From an optimization exercise on the open Yosys and OpenROAD flow, aimed at small area, a short achievable clock period and few clock cycles per item; shortcuts taken in it are not production practice. No functional check of the RTL was part of any run shown here. Power figures rest on the tool's default switching activity, not on a simulated workload.

<file path="design/flow/run.sh">
#!/bin/bash
# synth_recipe.tcl (not shown) runs the flow's synth.tcl, then flattens the netlist and writes it again
# the make line also repeats each setting of config.mk as NAME=value (left out here)
make -C /OpenROAD-flow-scripts/flow DESIGN_CONFIG=/design/flow/config.mk WORK_HOME=/design/flow/orfs CLKGATE_MAP_FILE= SYNTH_SCRIPT=/design/flow/synth_recipe.tcl finish
</file>
<file path="design/flow/config.mk">
export PLATFORM = sky130hd
export DESIGN_NAME = dec_seq
export DESIGN_NICKNAME = dec_seq
export VERILOG_FILES = /design/flow/design.v
export SDC_FILE = /design/flow/constraint.sdc
export NUM_CORES = 4
export LEC_CHECK = 0
export CAP_MARGIN = 20
export CORE_MARGIN = 2
export CORE_UTILIZATION = 40
export SLEW_MARGIN = 20
</file>
<file path="design/flow/constraint.sdc">
create_clock -name core_clock -period 15.0 [get_ports {clk}]
set_input_delay 3.0000 -clock core_clock [delete_from_list [all_inputs] [get_ports {clk}]]
set_output_delay 3.0000 -clock core_clock [all_outputs]
set_load 0.01 [all_outputs]
</file>
<file path="design/flow/design.v">
module dec_seq (
    input  wire         clk,
    input  wire         rst,
    input  wire         req_valid,
    output wire         req_ready,
    input  wire [2:0]   req_op,
    input  wire [127:0] req_a,
    input  wire [63:0]  req_b,
    output wire         resp_valid,
    output wire         resp_exc,
    output wire         resp_dov,
    output wire [127:0] resp_data
);
    integer k, l, j, m;
    wire op_chk = req_op[1];
    wire op_w   = req_op[2];
    wire [3:0] a_s = req_a[3:0];
    wire [3:0] b_s = req_b[3:0];
    wire in_sa  = (a_s == 4'hD);
    wire in_es  = in_sa ^ (b_s == 4'hD) ^ req_op[0];        
    wire a_sign_bad = !(a_s[3] & a_s[2] & (a_s[0] | ~a_s[1]));
    reg in_bbad;
    always @* begin
        in_bbad = !(b_s[3] & b_s[2] & (b_s[0] | ~b_s[1]));
        for (k = 1; k < 16; k = k + 1)
            in_bbad = in_bbad | (req_b[4*k+3] & (req_b[4*k+2] | req_b[4*k+1]));
    end
    reg [31:0] a_bad;
    always @* begin
        a_bad[0] = a_sign_bad;
        for (k = 1; k < 32; k = k + 1)
            a_bad[k] = (k < 16 || op_w) && req_a[4*k+3] && (req_a[4*k+2] || req_a[4*k+1]);
    end
    wire a_dig_bad = |a_bad[31:1];
    wire a_is_bad  = a_sign_bad | a_dig_bad;
    reg [4:0] pe_idx [0:5][0:31];
    reg       pe_any [0:5][0:31];
    always @* begin
        for (j = 0; j < 32; j = j + 1) begin
            pe_any[0][j] = a_bad[j];
            pe_idx[0][j] = 5'd0;
        end
        for (l = 1; l < 6; l = l + 1)
            for (j = 0; j < 32; j = j + 1)
                if (j < (32 >> l)) begin
                    pe_any[l][j] = pe_any[l-1][2*j] | pe_any[l-1][2*j+1];
                    pe_idx[l][j] = pe_any[l-1][2*j] ? pe_idx[l-1][2*j]
                                                    : (pe_idx[l-1][2*j+1] | (5'd1 << (l-1)));
                end else begin
                    pe_any[l][j] = 1'b0;
                    pe_idx[l][j] = 5'd0;
                end
    end
    wire [7:0] in_chk = a_is_bad ? {1'b1, a_sign_bad, a_dig_bad, pe_idx[5][0]} : 8'd0;
    reg [3:0]  xd, yd;
    reg [4:0]  tt;
    reg [4:0]  cc;
    reg [14:0] in_g;
    reg [59:0] in_s;
    reg [14:0] zk;              
    reg [14:0] t0;              
    integer    q;
    always @* begin
        for (k = 0; k < 15; k = k + 1) begin
            xd = req_a[4*k+4 +: 4];
            yd = in_es ? {~(req_b[4*k+7] | req_b[4*k+6] | req_b[4*k+5]),
                          req_b[4*k+6] ^ req_b[4*k+5], req_b[4*k+5], ~req_b[4*k+4]}
                       : req_b[4*k+4 +: 4];
            cc[0] = 1'b0;
            for (q = 0; q < 4; q = q + 1) begin
                tt[q]   = xd[q] ^ yd[q] ^ cc[q];
                cc[q+1] = (xd[q] & yd[q]) | (cc[q] & (xd[q] ^ yd[q]));
            end
            tt[4] = cc[4];
            in_g[k] = tt[4] | (tt[3] & (tt[2] | tt[1]));
            in_s[4*k +: 4] = in_g[k] ? {tt[3] ^ (tt[2] | tt[1]), ~(tt[2] ^ tt[1]), ~tt[1], tt[0]}
                                     : tt[3:0];
            t0[k] = (tt == 5'd0);
            if (k == 0) zk[k] = (tt == 5'd0) || (tt == 5'd10);
            else        zk[k] = t0[k-1] ? ((tt == 5'd0) || (tt == 5'd10)) : (tt == 5'd9);
        end
    end
    reg in_zadd;
    reg [3:0] xu;
    reg       prev0;
    always @* begin
        in_zadd = &zk;
        prev0   = t0[14];
        if (op_w) begin
            for (k = 15; k < 31; k = k + 1) begin
                xu = req_a[4*k+4 +: 4];
                in_zadd = in_zadd & (prev0 ? (xu == 4'd0) : (xu == 4'd9));
                prev0 = (xu == 4'd0);
            end
        end
    end
    reg         v1, chk1, w1, es1, sa1, bbad1, zadd1;
    reg [7:0]   chk1r;
    reg [14:0]  g1;
    reg [59:0]  s1;           
    reg [63:0]  xu1;          
    always @(posedge clk) begin
        v1    <= !rst & req_valid;
        chk1  <= op_chk;
        w1    <= op_w;
        es1   <= in_es;
        sa1   <= in_sa;
        bbad1 <= in_bbad;
        zadd1 <= in_zadd;
        chk1r <= in_chk;
        g1    <= in_g;
        s1    <= in_s;
        xu1   <= req_a[127:64];
    end
    reg [123:0] sd;
    reg [30:0]  g, p;
    reg [3:0]   xv;
    always @* begin
        for (k = 0; k < 31; k = k + 1) begin
            if (k < 15) begin
                sd[4*k +: 4] = s1[4*k +: 4];
                g[k] = g1[k];
                p[k] = !g1[k] & s1[4*k+3] & s1[4*k];
            end else begin
                xv = xu1[4*(k-15) +: 4];
                if (es1) begin
                    sd[4*k +: 4] = (xv == 4'd0) ? 4'd9 : dec9(xv);
                    g[k] = (xv != 4'd0);
                    p[k] = (xv == 4'd0);
                end else begin
                    sd[4*k +: 4] = xv;
                    g[k] = 1'b0;
                    p[k] = xv[3] & xv[0];
                end
            end
        end
    end
    function [3:0] dec9(input [3:0] x);
        begin
            dec9[0] = ~x[0];
            dec9[1] = x[1] ^ ~x[0];
            dec9[2] = x[2] ^ (~x[1] & ~x[0]);
            dec9[3] = x[3] & x[0];
        end
    endfunction
    reg [30:0] pg [0:5];
    reg [30:0] pp [0:5];
    always @* begin
        pg[0] = g;
        pp[0] = p;
        for (l = 0; l < 5; l = l + 1) begin
            pg[l+1] = pg[l];
            pp[l+1] = pp[l];
            for (k = 0; k < 31; k = k + 1)
                if ((k >> l) & 1) begin
                    m = ((k >> l) << l) - 1;
                    pg[l+1][k] = pg[l][k] | (pp[l][k] & pg[l][m]);
                    pp[l+1][k] = pp[l][k] & pp[l][m];
                end
        end
    end
    wire [30:0] GG = pg[5];
    wire [30:0] PP = pp[5];
    wire cout  = w1 ? GG[30] : GG[14];        
    wire pall  = w1 ? PP[30] : PP[14];        
    wire eac   = es1 & cout;                  
    wire flip  = es1 & !cout;                 
    function [3:0] dig_out(input [3:0] s, input c, input f);
        reg [3:0] u;
        begin
            u = !c ? s : (s == 4'd9) ? 4'd0
              : {s[3] | (s[2] & s[1] & s[0]), s[2] ^ (s[1] & s[0]), s[1] ^ s[0], ~s[0]};
            dig_out = f ? {~(u[3] | u[2] | u[1]), u[2] ^ u[1], u[1], ~u[0]} : u;
        end
    endfunction
    reg [123:0] mag;
    reg         cin;
    always @* begin
        for (k = 0; k < 31; k = k + 1) begin
            cin = (k == 0) ? eac : (GG[k-1] | (PP[k-1] & eac));
            mag[4*k +: 4] = (k < 15 || w1) ? dig_out(sd[4*k +: 4], cin, flip) : 4'd0;
        end
    end
    wire zero   = es1 ? pall : zadd1;
    wire s_fin  = !zero & (sa1 ^ flip);
    wire [127:0] data_n = chk1 ? {120'd0, chk1r} : {mag, 3'b110, s_fin};
    wire         exc_n  = !chk1 & (chk1r[7] | bbad1);
    wire         dov_n  = !chk1 & !es1 & cout;
    reg         v2, exc2, dov2;
    reg [127:0] data2;
    always @(posedge clk) begin
        v2    <= !rst & v1;
        exc2  <= exc_n;
        dov2  <= dov_n;
        data2 <= data_n;
    end
    assign req_ready  = 1'b1;
    assign resp_valid = v2;
    assign resp_exc   = exc2;
    assign resp_dov   = dov2;
    assign resp_data  = data2;
endmodule
</file>
==> flow_metrics.env, run 1 <==
export IMPL_status="no timing/DRC/antenna violations"
export IMPL_grt_max_degree=101
export IMPL_syn_area_mm2=0.0179
export IMPL_ios=330
export IMPL_required_ps=15440
export IMPL_dr_wl_met2_mm=28.3
export IMPL_numCtsBuffers=35
export IMPL_period_share=0.492
export IMPL_power_per_cell_area_mw_per_mm2=136
export IMPL_relSlewSlack=0.300
export IMPL_grt_ovfl_total=0
export IMPL_grt_pass1_vias=16200
export IMPL_stdcell_area_mm2=0.0227
export IMPL_max_stage_delay_ps=650
export IMPL_grt_pass1_wl_mm=94.5
export IMPL_hpwl_mm=48.2
export IMPL_synth_cells=2124
export IMPL_p_comb_frac=0.360
export IMPL_final_cells=3000
export IMPL_clockBufferDepth=3
export IMPL_maxCapViolCount=0
export IMPL_dp_slack_ps=7140
export IMPL_track_usage=0.259
export IMPL_cp_slowest_cell="buf_4"
export IMPL_route_layer_met1_wl_mm=28.1
export IMPL_clkPwrFrac=0.282
export IMPL_critPathKind="primary input to flip-flop"
export IMPL_ys_async_sr_fraction=0
export IMPL_cts_tree="built"
export IMPL_setup_viol=0
export IMPL_ctsHoldBuffers=0
export IMPL_synth_distinct_cells=110
export IMPL_crit_path_cell_trace="clkdlybuf4s50_1 -> nand4b_1 -> xnor2_1 -> xnor2_2 -> buf_4 -> xnor2_1 -> ha_1 -> inv_1 -> fa_1 -> fa_1 -> fa_1 -> xor2_1 -> nor3_1 -> nor2_1 -> a21oi_1 -> o2111ai_1 -> a2111oi_0 -> nand4_1 -> a21oi_1"
export IMPL_rsz0062_at_grt="no"
export IMPL_cts_max_level=2
export IMPL_antenna_left=0
export IMPL_switching_share=0.357
export IMPL_routed_wirelength_mm=62.2
export IMPL_dp_cells=2940
export IMPL_cp_arrival_ps=7830
export IMPL_cts_root_buf="clkbuf_16"
export IMPL_dr_wl_met3_mm=4.08
export IMPL_first_pass_iters=9
export IMPL_fmax_mhz=135
export IMPL_clk_pin_slew_ps=60
export IMPL_finClkSkew_ps=34.1
export IMPL_numPortBuffers=328
export IMPL_insertion_delay_ps=540
export IMPL_core_region_area_mm2=0.0441
export IMPL_endpoint_kind="flip-flop"
export IMPL_setup_worst_path_start_class="primary input"
export IMPL_p_sw_mw=1.11
export IMPL_yosys_most_used_dff="dfxtp_1"
export IMPL_yosys_warnings=5
export IMPL_via_per_inst=5.73
export IMPL_vias=17200
export IMPL_die_x_um=215
export IMPL_syn_nets=2412
export IMPL_synth_edf_count=0
export IMPL_drt_iter0_drc=1664
export IMPL_setup_tns_ps=0
export IMPL_layout_drive_gt1_share=0.0640
export IMPL_maxUsedRoutingLayer="met4"
export IMPL_avgSynthCellArea_um2=8.40
export IMPL_wl_per_cell_um=20.7
export IMPL_cp_max_fo=61
export IMPL_seq_area_frac_synth=0.320
export IMPL_drv_slew=0
export IMPL_period_needed_ps=7390
export IMPL_ys_ff_latch=285
export IMPL_p_leak_nw=8.63
export IMPL_post_cts_setup_buffer_count=0
export IMPL_antenna_diode_count=0
export IMPL_fillers=4221
export IMPL_cts_resized=0
export IMPL_die_area_mm2=0.0463
export IMPL_remaining_drc_errors=0
export IMPL_cp_common_cell="fa_1"
export IMPL_post_route_util=0.514
export IMPL_cell_internal_pwr_mw=1.99
export IMPL_hold_viol=0
export IMPL_start_util=0.405
export IMPL_hold_class="flip-flop to flip-flop"
export IMPL_final_setup_worst_slack_ps=7610
export IMPL_seqPwrFrac=0.358
export IMPL_syn2layout_area_growth_pct=27.0
export IMPL_nets=2673
export IMPL_clock_sinks=285
export IMPL_tightest_slew_ps=1050
export IMPL_place_area_mm2=0.0215
export IMPL_fp_row_count=77
export IMPL_fp_dieH_um=215
export IMPL_ir_worst_vdd_mv=0.0732
export IMPL_antenna_found_initial=0
export IMPL_place_gp_congestion=0.916
cell usage in the layout (no fill, tap or decap), types with 48 or more instances in the layout:
| cell | count |
|---|---|
| a21oi_1 | 112 |
| clkdlybuf4s50_1 | 328 |
| dfxtp_1 | 283 |
| inv_1 | 155 |
| mux2i_1 | 53 |
| nand2_1 | 141 |
| nand3_1 | 48 |
| nor2_1 | 202 |
| nor3_1 | 66 |
| nor4_1 | 57 |
| o21ai_0 | 110 |
| xnor2_1 | 102 |
power groups by stage:
stage                     registers, mW  clock network [mW]  logic, mW
after floorplan                    1.07                   0      0.689
after global placement             1.11                   0       1.09
after detailed placement           1.12                   0       1.10
after CTS                          1.10               0.886       1.11
after global routing               1.13               0.921       1.22
final                              1.11               0.873       1.11
per-stage QoR:
step	total power [mW]	hold slack, ps
finish	3.09	404
global route	3.27	428
CTS	3.10	407
detailed placement	2.22	392
global placement	2.20	405
floorplan	1.76	386
cell usage after synthesis (11+ instances only):
cell type  instances  area share
dfxtp_1          285        0.32
nor2_1           203       0.043
inv_1            155       0.033
nand2_1          142       0.030
a21oi_1          112       0.031
o21ai_0          110       0.031
xnor2_1          103       0.051
clkbuf_1          89       0.019
nor3_1            66       0.019
nor4_1            57       0.020
mux2i_1           53       0.030
nand3_1           48       0.013
fa_1              45       0.050
ha_1              45       0.032
a31oi_1           43       0.015
a211oi_1          34       0.014
o211ai_1          28       0.012
and2_1            26      0.0091
nand4_1           26      0.0091
mux2_2            21       0.013
a311oi_1          20      0.0098
buf_2             19      0.0053
nand2b_1          19      0.0067
and3_1            17      0.0060
nor2b_1           17      0.0060
a211o_1           14      0.0069
o21a_1            14      0.0059
nor3b_1           13      0.0055
o21bai_1          13      0.0055
o211a_1           11      0.0062
or4_1             11      0.0046
registers in the layout, summed over array words and instances, names as in the netlist:
register and count:
chk1r 8, v2 1, sa1 1, zadd1 1, es1 1, v1 1, bbad1 1, chk1 1
s1 60, w1 1, g1 15, exc2 1, dov2 1, data2 128, xu1 64
layout make-up:
type / count / area [um^2] / area share
clock buffer: 44 / 950 / 0.0419
clock inverter: 16 / 228 / 0.0100
inverter: 155 / 582 / 0.0257
multi-input combinational: 1567 / 11100 / 0.489
sequential: 285 / 5710 / 0.252
tap: 592 / 741 / 0.0327
timing repair buffer: 341 / 3380 / 0.149
routing by layer:
metal,vias to the layer above,track usage
met3,94,0.0403
met5,-,0
met4,0,0.0777
met2,689,0.418
met1,8123,0.355
li1,8274,-
final timing paths:
| check | start | end | slack, ps | cells past startpoint |
|---|---|---|---|---|
| max | req_b[3] | zadd1 | 7610 | 19 |
| min | chk1r[2] | data2[2] | 400 | 1 |
| max reg2reg | es1 | data2[31] | 9600 | 12 |
| min reg2reg | chk1r[2] | data2[2] | 400 | 1 |
cell families (layout without fill, tap and decap cells):
kind of cell             count (synthesis)  in the layout  share of synthesized area
AND/OR/NAND/NOR                        701            701                      0.199
AO/OA/AOI/OAI                          585            585                      0.239
flip-flops                             285            285                      0.320
buffers and inverters                  272            556                     0.0603
XOR/XNOR                               112            112                     0.0550
adder cells (fa/ha/maj)                 94             94                     0.0844
multiplexers                            74             74                     0.0430
other                                    1              1                   0.000210
worst max-delay path: cells and delay by family:
kind	cells	cell delay (ps)
AOI/OAI and AO/OA	4	780
and+or+nand+nor	4	560
adders and majority gates	4	1500
buffers and inverters	3	1200
xor gates and xnor gates	4	780
==> run 2: changes to the inputs <==
--- a/design/flow/design.v
+++ b/design/flow/design.v
@@ -178,7 +178,10 @@
     always @* begin
         for (k = 0; k < 31; k = k + 1) begin
             cin = (k == 0) ? eac : (GG[k-1] | (PP[k-1] & eac));
-            mag[4*k +: 4] = (k < 15 || w1) ? dig_out(sd[4*k +: 4], cin, flip) : 4'd0;
+            if (k < 15)
+                mag[4*k +: 4] = dig_out(sd[4*k +: 4], cin, flip);
+            else     
+                mag[4*k +: 4] = (w1 && !flip) ? dig_out(sd[4*k +: 4], cin, 1'b0) : 4'd0;
         end
     end
     wire zero   = es1 ? pall : zadd1;
==> design/flow/flow/run.sh (new file) <==
#!/bin/bash
# Standard ORFS layout, with timing repair aimed below the clock period:
# repair_timing keeps SETUP_SLACK_MARGIN ns of setup slack where it can.
set -euo pipefail
MARGIN=$(cat flow/margin.txt)
bash standard.sh SETUP_SLACK_MARGIN=$MARGIN finish > standard_flow.log 2>&1
==> design/flow/flow/margin.txt (new file) <==
10
==> design/flow/standard.sh (new file) <==
#!/bin/bash
# synth_recipe.tcl (not shown) runs the flow's synth.tcl, then flattens the netlist and writes it again
# the make line also repeats each setting of config.mk as NAME=value (left out here)
make -C /OpenROAD-flow-scripts/flow DESIGN_CONFIG=/design/flow/config.mk WORK_HOME=/design/flow/orfs CLKGATE_MAP_FILE= SYNTH_SCRIPT=/design/flow/synth_recipe.tcl "${@:-finish}"
removed: design/flow/run.sh
==> flow_metrics.env, run 2 <==
export IMPL_status="no timing/DRC/antenna violations"
export IMPL_via_per_inst=5.81
export IMPL_yosysTopAreaCell="dfxtp_1"
export IMPL_r2r_end="data2[23]"
export IMPL_ys_async_sr_fraction=0
export IMPL_insertion_delay_ps=580
export IMPL_layout_common_cells="clkdlybuf4s50_1 (317), dfxtp_1 (283), nor2_1 (175), nand2_1 (168), inv_1 (164)"
export IMPL_rrSetupSlack_ps=10310
export IMPL_endpoint_kind="flip-flop"
export IMPL_synth_top_cells_by_area="dfxtp_1 (33%), fa_1 (5.2%), xnor2_1 (4.0%)"
export IMPL_vias=17800
export IMPL_worst_path_buf_inv=5
export IMPL_top_regs="data2 (128), xu1 (64), s1 (60)"
export IMPL_cts_max_level=1
export IMPL_die_x_um=213
export IMPL_fp_dieH_um=213
export IMPL_syn2layout_area_growth_pct=36.6
export IMPL_cp_common_cell="fa_2"
export IMPL_ios=330
export IMPL_reg2reg_depth=9
export IMPL_hold_end="data2[4]"
export IMPL_setup_tns_ps=0
export IMPL_nets=2738
export IMPL_remaining_drc_errors=0
export IMPL_cp_max_fo=5
export IMPL_antenna_diode_count=0
export IMPL_setup_worst_path_start_class="primary input"
export IMPL_post_route_util=0.554
export IMPL_cell_internal_pwr_mw=2.11
export IMPL_cts_tree="built"
export IMPL_clk_pin_slew_ps=70
export IMPL_cp_slowest_cell="fa_2"
export IMPL_drt_iter0_drc=1723
export IMPL_power_per_cell_area_mw_per_mm2=137
export IMPL_period_needed_ps=6870
export IMPL_fmax_mhz=145
export IMPL_fp_row_count=76
export IMPL_start_util=0.406
export IMPL_hp_start="chk1r[4]"
export IMPL_cp_arrival_ps=7360
export IMPL_numCtsBuffers=31
export IMPL_yosys_most_used_dff="dfxtp_1"
export IMPL_clock_sinks=285
export IMPL_core_region_area_mm2=0.0431
export IMPL_finClkSkew_ps=11.6
export IMPL_numPortBuffers=328
export IMPL_place_gp_congestion=0.892
export IMPL_track_usage=0.279
export IMPL_period_share=0.458
export IMPL_maxCapViolCount=0
export IMPL_seq_area_frac_synth=0.326
export IMPL_switching_share=0.357
export IMPL_grt_ovfl_total=0
export IMPL_routed_wirelength_mm=65.7
export IMPL_p_sw_mw=1.17
export IMPL_netlist_area_leader_share=0.326
export IMPL_clkPwrFrac=0.267
export IMPL_yosysMostFrequentCell="dfxtp_1"
export IMPL_rsz0062_at_grt="yes"
export IMPL_min_path_cells=2
export IMPL_critPathKind="primary input to flip-flop"
export IMPL_clockBufferDepth=3
export IMPL_grt_max_degree=60
export IMPL_p_leak_nw=9.20
export IMPL_syn_area_mm2=0.0175
export IMPL_p_comb_frac=0.395
export IMPL_synth_edf_count=0
export IMPL_avgSynthCellArea_um2=8.27
export IMPL_top_register="data2"
export IMPL_layout_drive_gt1_share=0.137
export IMPL_crit_path_cell_trace="buf_8 -> clkinv_8 -> nand4_1 -> xnor2_2 -> xnor2_4 -> buf_12 -> buf_12 -> xnor2_2 -> ha_2 -> inv_2 -> fa_2 -> fa_2 -> fa_2 -> nor2b_1 -> o41ai_2 -> o221ai_1 -> nor4_1 -> o211ai_1 -> a2111oi_2 -> o21ai_1 -> a2111oi_2"
export IMPL_synth_distinct_cells=101
export IMPL_antenna_found_initial=2
export IMPL_final_common_cell="clkdlybuf4s50_1"
export IMPL_syn_nets=2403
export IMPL_grt_pass1_vias=16300
export IMPL_drv_slew=0
export IMPL_seqPwrFrac=0.337
export IMPL_ys_ff_latch=285
export IMPL_yosys_warnings=5
export IMPL_relSlewSlack=0.312
export IMPL_die_area_mm2=0.0454
export IMPL_grt_pass1_wl_mm=97.4
export IMPL_r2r_start="es1"
export IMPL_wl_per_cell_um=21.5
export IMPL_setup_viol=0
export IMPL_ir_worst_vdd_mv=0.0968
export IMPL_hpwl_mm=50.8
export IMPL_cts_root_buf="clkbuf_16"
export IMPL_first_pass_iters=5
export IMPL_max_stage_delay_ps=530
export IMPL_required_ps=15490
export IMPL_antenna_left=0
export IMPL_hold_class="flip-flop to flip-flop"
export IMPL_hold_viol=0
export IMPL_synth_cells=2115
export IMPL_crit_family="adder cells"
export IMPL_tightest_slew_ps=1020
export IMPL_yosys_top_cells_count="dfxtp_1 (285), nor2_1 (176), nand2_1 (171)"
export IMPL_largest_register_ffs=128
-- run 2: power by group through the flow --
| stage | Clock, mW | Sequential (mW) | Combinational [mW] |
|---|---|---|---|
| 2_1_floorplan | 0 | 1.07 | 0.699 |
| 3_3_place_gp | 0 | 1.11 | 1.10 |
| 3_5_place_dp | 0 | 1.12 | 1.12 |
| 4_1_cts | 0.885 | 1.10 | 1.21 |
| 5_1_grt | 0.916 | 1.12 | 1.40 |
| 6_report | 0.876 | 1.10 | 1.29 |
-- run 2: metal layers --
metal / part of all wire / global-route usage / vias to the layer above
li1: - / - / 8385
met1: 0.46 / 0.409 / 8506
met2: 0.45 / 0.430 / 791
met3: 0.077 / 0.0402 / 79
met4: 0.019 / 0.0620 / 0
met5: 0 / 0 / -
-- run 2: layout make-up --
class | instances | area [um^2]
inverter | 172 | 658
sequential | 285 | 5710
tap | 585 | 732
timing repair buffer | 415 | 4160
clock buffer | 38 | 832
fill | 3880 | 19200
multi-input combinational | 1545 | 11500
clock inverter | 19 | 339
-- run 2: cells by family (layout without fill, tap and decap cells) --
kind of cell               count (synthesis)  after routing  share of synthesized area
and+or+nand+nor                          719            719                      0.209
other                                      1              1                   0.000215
adders and majority gates                 94             94                     0.0860
DFF                                      285            285                      0.326
buffers and inverters                    285            644                     0.0631
AOI/OAI and AO/OA                        565            565                      0.225
xor gates and xnor gates                  97             97                     0.0486
muxes                                     69             69                     0.0417
-- run 2: how the worst max path moves through the flow --
stage / endpoint / from / depth (start not counted)
2_1_floorplan: zadd1 / req_b[1] / 18
3_3_place_gp: zadd1 / req_a[0] / 19
3_5_place_dp: zadd1 / req_a[0] / 19
4_1_cts: zadd1 / req_b[1] / 20
5_1_grt: zadd1 / req_b[1] / 21
6_report: zadd1 / req_b[1] / 21
-- run 2: worst register-to-register path: stages, from the launching register on --
cell and delay, ps:
dfxtp_4 470, buf_8 290, or3_1 450, a22oi_1 700
o221ai_2 470, o31a_2 600, o21ai_4 480, buf_4 420
mux4_2 550, a21oi_1 170
-- run 2: repair_timing --
item | CTS | global route
cloned | 2 | 0
setup endpoints to repair | 92 | 132
pin swaps | 23 | 27
buffers inserted | 31 | 39
resized for setup | 93 | 63
hold buffers | 0 | 0
-- run 2: per-stage QoR --
step	area, um^2	power (mW)	setup slack (ps)	instances	hold slack (ps)
after floorplan	17900	1.77	7990	2115	386
after global placement	21500	2.21	6120	2930	416
after detailed placement	21500	2.24	6070	2930	421
after CTS	23300	3.19	8000	3020	436
after global routing	23900	3.44	7900	3059	464
final	23900	3.27	8130	3059	434

==> what the ideal ports hide <==
How much do the figures lean on ideal ports? The routed layouts below were timed once more, with nothing changed but the port constraints.
Step 1, drivers: a clkbuf_16 drives clk and a buf_2 each remaining input, both assumed.
Step 2, shift: input delay + t, output delay - t, t = (earliest + latest rising clock arrival at the registers) / 2. This alone moves slack from input paths to output paths.
a / b / c = ideal ports / drivers / drivers and shift; a / b = the first two.
run | t, ns | slack for setup (ns) | worst slew at a driven data input, ns | pins driven straight from the clock port
run 1 | 0.578 | 7.613 / 7.642 / 7.064 | 0.06 | 1
run 2 | 0.630 | 8.127 / 8.141 / 7.511 | 0.06 | 1
After both steps setup and hold are still met in every run listed. For run 2, which loses most, drivers alone change the setup slack by +0.014 ns; drivers and shift together by -0.616 ns.
